Context: an optimization exercise on an open-source flow, tuned for small area, a short achievable clock period and few clock cycles per item. The choices shown serve that exercise and are no tape-out recipe. The RTL was checked by simulation tests, not by an equivalence proof against the original design.

[design/flow/constraint.sdc]
create_clock -name core_clock -period 35.0 [get_ports {clk}]
set_input_delay 7.0000 -clock core_clock [delete_from_list [all_inputs] [get_ports {clk}]]
set_output_delay 7.0000 -clock core_clock [all_outputs]
set_load 0.01 [all_outputs]
[design/flow/config.mk]
export PLATFORM = sky130hd
export DESIGN_NAME = lg_enc
export DESIGN_NICKNAME = lg_enc
export VERILOG_FILES = /design/flow/design.v
export SDC_FILE = /design/flow/constraint.sdc
export NUM_CORES = 4
export LEC_CHECK = 0
export CAP_MARGIN = 20
export CORE_MARGIN = 2
export CORE_UTILIZATION = 40
export SLEW_MARGIN = 20
[design/flow/run.sh]
#!/bin/bash
# synth_recipe.tcl (not shown) runs the flow's synth.tcl, then flattens the netlist and writes it again
# the make line also repeats each setting of config.mk as NAME=value (left out here)
make -C /OpenROAD-flow-scripts/flow DESIGN_CONFIG=/design/flow/config.mk WORK_HOME=/design/flow/orfs CLKGATE_MAP_FILE= SYNTH_SCRIPT=/design/flow/synth_recipe.tcl finish
[design/flow/design.v]
module lg_enc (
    input  wire        clk,
    input  wire        rst,           
    input  wire        cmd_valid,
    output wire        cmd_ready,
    input  wire [2:0]  cmd_ec,        
    input  wire        cmd_lossless,  
    input  wire        cmd_trg,
    input  wire        cmd_ev,
    input  wire [4:0]  cmd_pos,
    input  wire        cmd_load,      
    input  wire [11:0] cmd_pred1,
    input  wire [11:0] cmd_pred2,
    input  wire        smp_valid,
    output wire        smp_ready,
    input  wire [11:0] smp_data,
    output reg         out_valid,
    input  wire        out_ready,
    output reg  [31:0] out_data,
    output reg  [5:0]  out_len,
    output reg         out_last
);
    integer i;
    reg         c_v;
    reg  [2:0]  c_a;        
    reg  [9:0]  c_hdr;      
    reg         c_load;
    reg  [11:0] c_p1, c_p2;
    assign cmd_ready = !c_v;
    wire acc_c_w = cmd_valid && !c_v;
    reg  [4:0]  j_in;       
    reg         s1_v;
    reg  [11:0] s1_x;
    reg  [9:0]  h_l;        
    reg  [9:0]  h_o;        
    reg         s2_v;
    reg  [12:0] s2_tm;      
    reg         s2_neg;
    reg  [2:0]  s2_a;
    reg  [4:0]  j_w;        
    reg         a_valid;    
    reg  [4:0]  rd_idx;     
    wire adv2 = !a_valid || (j_w < rd_idx);
    wire adv1 = !s2_v || adv2;
    assign smp_ready = (c_v || (j_in != 5'd0)) && (!s1_v || adv1);
    wire acc_s = smp_valid && smp_ready;
    wire acc0  = acc_s && (j_in == 5'd0);
    wire acc31 = acc_s && (j_in == 5'd31);
    reg  [11:0] x1, x2;
    reg  [2:0]  el;         
    wire [3:0]  e_l = (el == 3'd0) ? 4'd0 : (4'd1 << (el - 3'd1));
    function [4:0] mod_s;
        input [12:0] t;
        input [2:0]  a;
        reg   [4:0]  s3;
        reg   [5:0]  s5;
        reg   [6:0]  s9;
        reg   [8:0]  s17;
        begin
            s3  = t[1:0] + t[3:2] + t[5:4] + t[7:6] + t[9:8] + t[11:10] + t[12];
            s5  = t[3:0] + t[7:4] + t[11:8] + t[12];
            s9  = t[5:0] + t[11:6] + t[12];
            s17 = t[7:0] + t[12:8];
            case (a)
                3'd1:    mod_s = s3 % 5'd3;
                3'd2:    mod_s = s5 % 6'd5;
                3'd3:    mod_s = s9 % 7'd9;
                3'd4:    mod_s = s17 % 9'd17;
                default: mod_s = 5'd0;
            endcase
        end
    endfunction
    wire signed [13:0] pp   = $signed({1'b0, x1, 1'b0}) - $signed({2'b0, x2});
    wire        [11:0] p    = pp[13] ? 12'd0 : (pp[12] ? 12'd4095 : pp[11:0]);
    wire        [12:0] r    = {1'b0, s1_x} - {1'b0, p};
    wire               neg  = r[12];
    wire        [11:0] ra   = neg ? (~r[11:0] + 12'd1) : r[11:0];
    wire        [12:0] t    = {1'b0, ra} + {9'd0, e_l};
    wire        [4:0]  m    = mod_s(t, el);
    wire signed [5:0]  dl   = $signed({2'b0, e_l}) - $signed({1'b0, m});
    wire signed [13:0] xs   = neg ? ($signed({2'b0, s1_x}) - dl) : ($signed({2'b0, s1_x}) + dl);
    wire        [11:0] xr   = xs[13] ? 12'd0 : (xs[12] ? 12'd4095 : xs[11:0]);
    wire        [12:0] tm   = t - {8'd0, m};
    wire [12:0] y0 = (s2_tm << s2_a) - s2_tm;
    wire [12:0] y1 = y0 + (y0 << {s2_a, 1'b0});
    wire [12:0] y2 = y1 + ((s2_a == 3'd4) ? 13'd0 : (y1 << {s2_a, 2'b0}));
    wire [12:0] y3 = y2 + ((s2_a == 3'd1) ? (y2 << 8) : 13'd0);
    wire [12:0] q  = (s2_a == 3'd0) ? s2_tm : (13'd0 - y3);
    wire [12:0] u  = {q[11:0], 1'b0} - {12'd0, s2_neg && (s2_tm != 13'd0)};
    reg  [12:0] mem [0:31];
    reg  [5:0]  rc  [0:12];     
    wire wr = s2_v && adv2;
    function [5:0] rc_add;
        input [5:0]  base;
        input [12:0] inc;
        reg   [6:0]  sum;
        begin
            sum = {1'b0, base} + {1'b0, inc[5:0]};
            rc_add = ((inc >> 6) != 13'd0 || sum[6]) ? 6'd63 : sum[5:0];
        end
    endfunction
    reg  [5:0]  rc_n [0:12];
    always @* begin
        for (i = 0; i < 12; i = i + 1)
            rc_n[i] = rc_add((j_w == 5'd0) ? 6'd0 : rc[i], (u >> (i + 1)) + {12'd0, u[i]});
        rc_n[12] = ((j_w == 5'd0) ? 6'd0 : rc[12]) + {5'd0, u[12]};
    end
    reg  [3:0]  k_c;
    reg         raw_c;
    reg  [8:0]  slack;
    reg         found;
    always @* begin
        k_c   = 4'd12;
        found = 1'b0;
        slack = 9'd0;
        for (i = 0; i < 12; i = i + 1) begin
            if (rc[i] <= 6'd32) begin
                if (!found) k_c = i[3:0];
                found = 1'b1;
                slack = slack + {3'd0, 6'd32 - rc[i]};
            end
        end
        raw_c = {3'd0, rc[12]} > slack;
    end
    reg         k_valid;
    reg  [3:0]  k_r;
    reg         raw_r;
    wire [3:0]  k_u   = k_valid ? k_r : k_c;
    wire        raw_u = k_valid ? raw_r : raw_c;
    reg         first;       
    reg         cont;        
    reg  [12:0] ones_left;
    wire [12:0] ur      = mem[rd_idx];
    wire [24:0] rot     = {12'd0, ur} << (4'd12 - k_u);
    wire [12:0] ones_c  = rot[24:12];
    wire [11:0] lowal   = rot[11:0];
    wire [12:0] ones    = cont ? ones_left : ones_c;
    wire [13:0] tail    = {1'b0, ones} + {10'd0, k_u} + 14'd1;
    wire        fits    = tail <= 14'd32;
    wire signed [33:0] yv = {2'b10, lowal, 20'd0};
    wire [33:0] ysh     = yv >>> ones[4:0];
    wire [12:0] raw13   = ur[0] ? ~{1'b0, ur[12:1]} : {1'b0, ur[12:1]};
    wire [15:0] header  = {raw_u ? 4'd14 : k_u, h_o[9:7], h_o[6], h_o[5], 2'b00, h_o[4:0]};
    reg  [31:0] c_data;
    reg  [5:0]  c_len;
    reg         c_done;
    reg  [31:0] b_data;
    reg  [5:0]  b_len;
    reg         b_done;
    always @* begin
        if (raw_u) begin
            c_data = {raw13, 19'd0};
            c_len  = 6'd13;
            c_done = 1'b1;
        end else if (fits) begin
            c_data = ysh[32:1];
            c_len  = tail[5:0];
            c_done = 1'b1;
        end else begin
            c_data = 32'hFFFF_FFFF;
            c_len  = (ones >= 13'd32) ? 6'd32 : ones[5:0];
            c_done = 1'b0;
        end
        if (first) begin
            if (c_done && c_len <= 6'd16) begin
                b_data = {header, c_data[31:16]};
                b_len  = c_len + 6'd16;
                b_done = 1'b1;
            end else begin
                b_data = {header, 16'd0};
                b_len  = 6'd16;
                b_done = 1'b0;
            end
        end else begin
            b_data = c_data;
            b_len  = c_len;
            b_done = c_done;
        end
    end
    wire can_emit = !out_valid || out_ready;
    wire emit     = can_emit && a_valid;
    always @(posedge clk) begin
        if (wr)
            mem[j_w] <= u;
        if (wr)
            for (i = 0; i < 13; i = i + 1)
                rc[i] <= rc_n[i];
        if (acc_c_w) begin
            c_a    <= (cmd_lossless || cmd_ec > 3'd4) ? 3'd0 : cmd_ec;
            c_hdr  <= {cmd_lossless ? 3'd0 : cmd_ec, cmd_trg, cmd_ev,
                       (cmd_trg | cmd_ev) ? cmd_pos : 5'd0};
            c_load <= cmd_load;
            c_p1   <= cmd_pred1;
            c_p2   <= cmd_pred2;
        end
        if (acc_s)
            s1_x <= smp_data;
        if (acc0)
            h_l <= c_hdr;
        if (acc31)
            h_o <= h_l;
        if (s1_v && adv1) begin
            s2_tm  <= tm;
            s2_neg <= neg;
            s2_a   <= el;
        end
        if (k_valid == 1'b0) begin
            k_r   <= k_c;
            raw_r <= raw_c;
        end
        if (emit) begin
            out_data <= b_data;
            out_len  <= b_len;
            out_last <= b_done && (rd_idx == 5'd31);
        end
        if (rst) begin
            c_v       <= 1'b0;
            j_in      <= 5'd0;
            s1_v      <= 1'b0;
            s2_v      <= 1'b0;
            j_w       <= 5'd0;
            x1        <= 12'd2048;
            x2        <= 12'd2048;
            el        <= 3'd0;
            a_valid   <= 1'b0;
            rd_idx    <= 5'd0;
            k_valid   <= 1'b0;
            first     <= 1'b0;
            cont      <= 1'b0;
            ones_left <= 13'd0;
            out_valid <= 1'b0;
        end else begin
            if (acc_c_w)
                c_v <= 1'b1;
            else if (acc0)
                c_v <= 1'b0;
            if (acc_s)
                j_in <= j_in + 5'd1;
            if (acc_s)
                s1_v <= 1'b1;
            else if (adv1)
                s1_v <= 1'b0;
            if (s1_v && adv1) begin
                x2 <= x1;
                x1 <= xr;
            end
            if (acc0) begin
                el <= c_a;
                if (c_load) begin
                    x1 <= c_p1;
                    x2 <= c_p2;
                end
            end
            if (s1_v && adv1)
                s2_v <= 1'b1;
            else if (adv2)
                s2_v <= 1'b0;
            if (wr) begin
                j_w <= j_w + 5'd1;
                if (j_w == 5'd31) begin
                    a_valid <= 1'b1;
                    rd_idx  <= 5'd0;
                    k_valid <= 1'b0;
                    first   <= 1'b1;
                    cont    <= 1'b0;
                end
            end
            if (a_valid)
                k_valid <= 1'b1;
            if (can_emit)
                out_valid <= a_valid;
            if (emit) begin
                first <= 1'b0;
                if (b_done) begin
                    cont   <= 1'b0;
                    rd_idx <= rd_idx + 5'd1;
                    if (rd_idx == 5'd31)
                        a_valid <= 1'b0;
                end else if (!first) begin
                    cont      <= 1'b1;
                    ones_left <= ones - {7'd0, c_len};
                end
            end
        end
    end
endmodule
==> out/qor.yml <==
finalWeightedCongestion: 0.880
tightest_slew_ps: 1040
yosysSeqAreaShare_pct: 42.6
timing_worst_setup_path_type: "reg -> reg"
fraction_of_registers_with_async_set_reset_pct: 0
grt_start_max_net_pins: 70
dp_hpwl_um: 87400
final_core_utilization_pct: 45.1
buffer_ports.inserted: 94
drtIter0Drc: 2326
cap_violations: 0
cts_tree: "built"
worst-path-max-fanout: 28
grt_pass1_wl_um: 187000
timing.hold.worst.start: "c_hdr[3]"
floorplan.initialDensity_pct: 40.3
critPathMaxStageDelay_ps: 830
finalClockSkew_ps: 27.8
topRoutingLayerUsed: "met4"
synth.largest_area_cell: "sky130_fd_sc_hd__edfxtp_1"
synth_area_per_cell_um2: 10.8
reg2reg_to: "x1[7]"
synth_edf_count: 620
critical_path.slowest_cell: "sky130_fd_sc_hd__nor3_1"
post_cts_resized: 0
initial_antenna_violation_count: 6
rr_startpoint: "x1[0]"
first_pass_iters: 6
worstPathBufferInverterCount: 3
post-cts-setup-buffers: 0
number_of_global_route_vias_before_repair: 32500
nNetsFinal: 4868
placement_rows: 125
post-route-min-period_ps: 19690
cp_data_arrival_time_ps: 20230
route.final.wire_length_um: 119000
ys_ff_latch: 688
rsz0062_at_grt: "no"
run_status: "complete, no violations"
die_h_um: 346
route.vias.total: 33300
slew_headroom_pct: 29.8
synth_area_leaders: "sky130_fd_sc_hd__edfxtp_1 (40%), sky130_fd_sc_hd__ha_1 (8.4%), sky130_fd_sc_hd__mux4_2 (6.6%), sky130_fd_sc_hd__xnor2_1 (4.1%), sky130_fd_sc_hd__a21oi_1 (3.3%)"
drc: 0
final_cells: 6034
clock_tree.buffer_depth: 3
final_max_slew_viol_count: 0
drive_gt1_share_pct: 11.1
antenna_violating_nets_post_route: 0
timing.hold.worst_path_depth: 0
met2_length_um: 55500
clock_sinks: 688
die_area_mm2: 0.120
reg2regPathDepth: 77
track_usage_pct: 19.7
synth_ff_type: "sky130_fd_sc_hd__edfxtp_1"
cp-startpoint: "x1[0]"
postCtsHoldBufs: 0
place.detailed.instances: 5892
synth.cell_area_mm2: 0.0468
count_of_inserted_antenna_diode_cells: 0
setup_viol_count_final: 0
fmax_mhz: 50.8
synthesis.instances: 4342
min_period_over_period_pct: 56.3
io-pin-count: 95
critical_path.top_delay_family: "compound AO/OA/AOI/OAI gates"
setup_total_negative_slack_ps: 0
clock_insertion_delay_at_the_later_pin_of_the_skew_report_ps: 660
total_cts_buffers: 79
hold_class: "reg -> reg"
synth_cell_types: 126
final-hold-violation-count: 0
wl_per_cell_um: 19.7
die_width_um: 346
clock_tree.htree_level_count: 3
route.layer.met1.wl_um: 55000
wl_met3_um: 6080
clk_transition_reported_paths_ps: 60
worst_setup_path_start_kind: "register"
cts.root.buffer_cell: "sky130_fd_sc_hd__clkbuf_16"
required_ps: 35540
synth_nets: 4761
hold-path-endpoint: "h_l[3]"
ff2ff_setup_slack_ps: 15310
core_area_mm2: 0.116
flow.area_growth_from_synthesis_pct: 11.9
gr-total-overflow: 0
synth.yosys.warnings: 3
crit_path_end_kind: "register"
viasPerCell: 5.52
hold_ws_ps: 412
synth_top_area_share_pct: 39.7
registers in the layout, indices dropped and copies added (netlist names), 6 cells and up:
signal and count:
mem 416, rc 78, out_data 32, ones_left 13, s2_tm 13, c_p1 12, c_p2 12, s1_x 12
x1 12, x2 12, c_hdr 10, h_l 10, h_o 10, out_len 6
Yosys cell counts (all sizes together) (36+ instances only):
library cell  instances
nand2               322
xnor2               220
and2                 67
nor2b                70
clkbuf              122
inv                 279
a211oi               42
nor2                400
mux2i                95
mux2                 43
nand2b               52
o21a                 36
a21o                 74
o21bai               51
nand3                72
dfxtp                68
xor2                130
fa                   52
a21oi               313
mux4                137
o22ai                37
nor3                 87
edfxtp              620
ha                  314
o21ai               216
cells by family after synthesis:
logic type	share of synthesized area, %
adders and majority gates	10.6
and+or+nand+nor	12.6
buffers and inverters	3.59
AOI/OAI and AO/OA	13.8
DFF	42.6
muxes	9.67
xor gates and xnor gates	7.03
cell usage in the layout (no fill, tap or decap), types with 14 or more instances in the layout:
cell,netlist,layout
sky130_fd_sc_hd__edfxtp_1,620,620
sky130_fd_sc_hd__nor2_1,398,395
sky130_fd_sc_hd__nand2_1,321,321
sky130_fd_sc_hd__ha_1,314,314
sky130_fd_sc_hd__a21oi_1,309,306
sky130_fd_sc_hd__inv_1,271,271
sky130_fd_sc_hd__xnor2_1,219,214
sky130_fd_sc_hd__o21ai_0,210,210
sky130_fd_sc_hd__mux4_2,137,137
sky130_fd_sc_hd__xor2_1,129,124
sky130_fd_sc_hd__clkdlybuf4s50_1,0,93
sky130_fd_sc_hd__mux2i_1,93,92
sky130_fd_sc_hd__buf_4,2,87
sky130_fd_sc_hd__nor3_1,83,83
sky130_fd_sc_hd__clkbuf_16,0,79
sky130_fd_sc_hd__a21o_1,73,73
sky130_fd_sc_hd__nand3_1,71,71
sky130_fd_sc_hd__nor2b_1,70,68
sky130_fd_sc_hd__dfxtp_1,68,66
sky130_fd_sc_hd__and2_1,64,64
sky130_fd_sc_hd__nand2b_1,52,52
sky130_fd_sc_hd__fa_1,52,52
sky130_fd_sc_hd__o21bai_1,51,51
sky130_fd_sc_hd__mux2_2,41,41
sky130_fd_sc_hd__a211oi_1,38,38
sky130_fd_sc_hd__o21a_1,36,36
sky130_fd_sc_hd__o22ai_1,35,35
sky130_fd_sc_hd__and3_1,30,30
sky130_fd_sc_hd__or2_2,23,23
sky130_fd_sc_hd__a221oi_1,21,21
sky130_fd_sc_hd__clkbuf_1,120,21
sky130_fd_sc_hd__a31oi_1,20,20
sky130_fd_sc_hd__nand4_1,16,16
sky130_fd_sc_hd__o211ai_1,16,16
sky130_fd_sc_hd__o31ai_1,16,16
sky130_fd_sc_hd__nor4_1,15,15
sky130_fd_sc_hd__or3_1,15,15
sky130_fd_sc_hd__o211a_1,14,14
through the flow:
| step | setup WS (ps) | cell area (um2) |
|---|---|---|
| floorplan | 18490 | 46800 |
| global placement | 16190 | 49900 |
| detailed placement | 15620 | 49900 |
| CTS | 15560 | 52400 |
| global route | 13700 | 52400 |
| finish | 15310 | 52400 |
worst max-delay path by stage:
stage                       end  slack, ps  depth (start not counted)
after floorplan           x1[8]      18490                         84
after global placement    x1[8]      16190                         77
after detailed placement  x1[7]      15620                         77
after CTS                 x1[8]      15560                         77
after global routing      x1[8]      13700                         77
final                     x1[7]      15310                         77
final cells by class:
| type | count | area [um2] |
|---|---|---|
| inverter | 281 | 1050 |
| timing repair buffer | 181 | 1590 |
| clock inverter | 41 | 413 |
| clock buffer | 101 | 2070 |
| tap | 1524 | 1910 |
| multi-input combinational | 3218 | 25400 |
| sequential | 688 | 20000 |
| fill | 10700 | 63800 |
layer usage:
layer  track usage, %  vias to the layer above
li1                 -                    16200
met1             27.7                    16200
met2             32.3                      824
met3             2.44                      142
met4             4.74                        0
met5                0                        -
Testbench counts, summed over its fixed seeds: cycles 11,236, blocks 320.

-- re-timing with driven ports --
No port has a modelled driver above. Below, the same layout with a new extraction and two added sets of constraints. Step 1, drivers: a clkbuf_16 drives clk and a buf_2 each remaining input, both assumed. Step 2, shift: input delay + t, output delay - t, t = (earliest + latest rising clock arrival at the registers) / 2. This alone moves slack from input paths to output paths. a / b / c = no drivers / after step 1 / after step 2; a / b = the first two.
t (ns): 0.701
slack for setup (ns): 15.309 / 15.309 / 15.309
worst hold slack (ns): 0.412 / 0.412 / 0.412
After both steps setup and hold are still met in this run. The setup slack of this run moves by 0.000 ns with the drivers and by 0.000 ns with both steps.
